Context: an optimization exercise on an open-source flow, tuned for small area, a short achievable clock period and few clock cycles per item. The choices shown serve that exercise and are no tape-out recipe.

// sr_convert
module sr_convert (
    input  wire        clk,
    input  wire        rst,
    input  wire        in_valid,
    output wire        in_ready,
    input  wire [31:0] in_value,
    input  wire [1:0]  in_fmt,       
    input  wire        in_rnd,       
    input  wire        in_sat,
    input  wire [63:0] in_seed,
    input  wire [63:0] in_step,
    input  wire [31:0] in_tensor,
    input  wire [7:0]  in_tag,
    input  wire [47:0] in_coord,
    output reg         out_valid,
    input  wire        out_ready,
    output reg  [15:0] out_code,
    output reg  [2:0]  out_flags     
);
Settings: LEC_CHECK=0, CAP_MARGIN=20, CORE_MARGIN=2, CORE_UTILIZATION=55, CTS_CLUSTER_DIAMETER=100, CTS_CLUSTER_SIZE=20, SLEW_MARGIN=20; clock period 25.0 ns.
standard.sh (not shown) runs the stock make flow with config.mk's settings and CLKGATE_MAP_FILE= SYNTH_SCRIPT=/design/flow/synth_recipe.tcl, a recipe that flattens the netlist after the stock synthesis.
==> flow/flow/run.sh <==
#!/bin/bash
# Layout flow: the standard flow (standard.sh) in two parts.
#  1. The standard synthesis, unchanged.
#  2. fa_invert.py: removes the inverters that Yosys's adder extraction leaves
#     around full adder cells, using FA(~a, ~b, ~c) = ~FA(a, b, c); registers
#     and all other cells stay as they are.
#  3. The rest of the standard flow, with timing repair asked to leave
#     SETUP_MARGIN ns (flow/setup_margin) of setup slack at the design's own
#     clock period, so that the layout is optimised for the period it reaches
#     rather than only for the period it is checked at. The constraints
#     (constraint.sdc) are not changed. Every port still gets a buffer, as
#     in the standard flow, but a plain buf_1 (which repair may resize) in
#     place of the delay cell the resizer picks by default.
# Each tool's full output stays in orfs/logs/; each step's output also goes to
# a log file of its own here.
set -euo pipefail
W=$(pwd)
MARGIN=$(cat flow/setup_margin)
RES="$W/orfs/results/$FLOW_PLATFORM/sr_convert/base"
bash standard.sh SETUP_SLACK_MARGIN="$MARGIN" "$RES/1_2_yosys.v" > synth.log 2>&1
cp "$RES/1_2_yosys.v" "$W/1_2_yosys_standard.v"
python3 flow/fa_invert.py "$RES/1_2_yosys.v" > fa_invert.log 2>&1
bash standard.sh SETUP_SLACK_MARGIN="$MARGIN" \
    "BUFFER_PORTS_ARGS=-buffer_cell sky130_fd_sc_hd__buf_1" finish > flow.log 2>&1
Other scripts of this flow, unchanged in this note and not shown: flow/flow/fa_invert.py, flow/flow/setup_margin
Rerun with:
--- a/flow/design.v
+++ b/flow/design.v
@@ -5240,23 +5240,22 @@
     localparam [3:0] M_W3 = 4'd8;
     localparam [1:0] T_NONE = 2'd0;
     localparam [1:0] T_ITEM = 2'd1;
     localparam [1:0] T_H2   = 2'd2;
     localparam [1:0] T_H3   = 2'd3;
     function [63:0] xs30(input [63:0] v);
         xs30 = v ^ (v >> 30);
     endfunction
     reg [63:0] k_seed, k_step;
     reg [39:0] k_tt;                 
     reg [63:0] h2, h3a;
-    reg [63:0] pa;
     reg        v2, v3;               
     reg        r0_valid;
     reg [31:0] r0_value;
     reg [1:0]  r0_fmt;
     reg        r0_rnd, r0_sat;
     reg [47:0] r0_acoord;            
     reg        r0_eq2, r0_eq3;       
     reg        r0_fix;               
     reg        rdy;
     reg [3:0]  mode;
     reg        sel_f;
@@ -5337,23 +5336,23 @@
         end else if (mode == M_W3) begin
             r0_fix   <= 1'b1;
             v2       <= 1'b1;
             v3       <= 1'b1;
         end
     end
     always @(posedge clk) begin
         mode   <= mode_n;
         sel_f  <= (mode_n == M_F);
         r3_chk <= (mode == M_F);
     end
-    wire [63:0] a  = sel_f ? (h3a ^ {16'd0, r0_acoord}) : pa;
+    wire [63:0] a  = h3a ^ {16'd0, r0_acoord & {48{sel_f}}};
     wire [63:0] na = ~a;
     wire [63:0] b;
     sr_mul1 u_mul1 (.a(a), .na(na), .p(b));
     always @(posedge clk) begin
         if (rst)
             r1_tag <= T_NONE;
         else
             case (mode)
                 M_F:        r1_tag <= leave ? T_ITEM : T_NONE;
                 M_R1, M_R2: r1_tag <= T_H2;
                 M_R3:       r1_tag <= (r3_chk & ~V2) ? T_NONE : T_H3;
@@ -5362,37 +5361,37 @@
         r1_b     <= b;
         r1_value <= r0_value;
         r1_fmt   <= r0_fmt;
         r1_rnd   <= r0_rnd;
         r1_sat   <= r0_sat;
     end
     wire [63:0] c  = r1_b ^ (r1_b >> 27);
     wire [63:0] nc = ~(r1_b ^ (r1_b >> 27));
     wire [63:0] d;
     sr_mul2 u_mul2 (.a(c), .na(nc), .p(d));
     wire [63:0] y = d ^ (d >> 31);
-    reg [63:0] pnext;
+    reg [63:0] hnext;
     always @* begin
-        if (rdy)
-            pnext = h2 ^ {in_tensor, in_tag, 24'd0};
+        if (r1_tag == T_H3)
+            hnext = y;
         else if (mode_n == M_R1)
-            pnext = k_seed ^ GOLDEN;
+            hnext = k_seed ^ GOLDEN;
         else if (mode_n == M_R2)
-            pnext = h2 ^ k_step;
+            hnext = h2 ^ k_step;
         else
-            pnext = h2 ^ {k_tt, 24'd0};
+            hnext = h2 ^ {(rdy ? {in_tensor, in_tag} : k_tt), 24'd0};
     end
     always @(posedge clk) begin
         if (r1_tag == T_H2) h2  <= y;
-        if (r1_tag == T_H3) h3a <= xs30(y);
-        pa <= xs30(pnext);
+        if (r1_tag == T_H3 || mode_n == M_R1 || mode_n == M_R2 || mode_n == M_R3)
+            h3a <= xs30(hnext);
         r2_item <= ~rst & r1_item;
         r2_r     <= y[15:0];
         r2_value <= r1_value;
         r2_fmt   <= r1_fmt;
         r2_rnd   <= r1_rnd;
         r2_sat   <= r1_sat;
     end
     wire [18:0] cv_lo, cv_hi;
     wire [15:0] cv_frac;
     fp_narrow u_conv (
         .x(r2_value), .fmt(r2_fmt), .rnd(r2_rnd), .sat(r2_sat),
The changed run went through all stages and came out clean. Area after synthesis is lower by 3.9%. Sequential share of layout area is lower by 1.9 points. Worst hold slack gains 9.7 ps. Final cell count is lower by 0.41%. Count of clock-buffer cells in the layout is lower by 6. Register-to-register slack gains 160 ps. Setup slack gains 19 ps. Core utilization is higher by 1.5 points. Global-route usage is lower by 0.50 points. Non-clock buffer count is higher by 99.
No functional check of the RTL was part of any run of this note.

[re-timing with driven ports]
How much do the figures lean on ideal ports? The routed layouts below were timed once more, with nothing changed but the port constraints.
Step 1 assumes that a clkbuf_16 drives the clock port and a buf_2 every other input.
Step 2 times the ports against the registers' clock, not the clock port: input delays grow and output delays shrink by t, the midpoint of the rising clock arrivals with the driver on.
Three values: ideal ports, drivers, drivers and shift; two values: the first two.
| run | t (ns) | setup WS [ns] | worst register clock-pin slew, ns |
|---|---|---|---|
| the first run | 0.736 | 17.141 / 17.172 / 16.436 | 0.09 / 0.09 |
| the second run | 0.730 | 17.160 / 17.195 / 16.465 | 0.09 / 0.09 |
After both steps setup and hold are still met in every run listed. For the first run, which loses most, drivers alone change the setup slack by +0.031 ns; drivers and shift together by -0.705 ns.
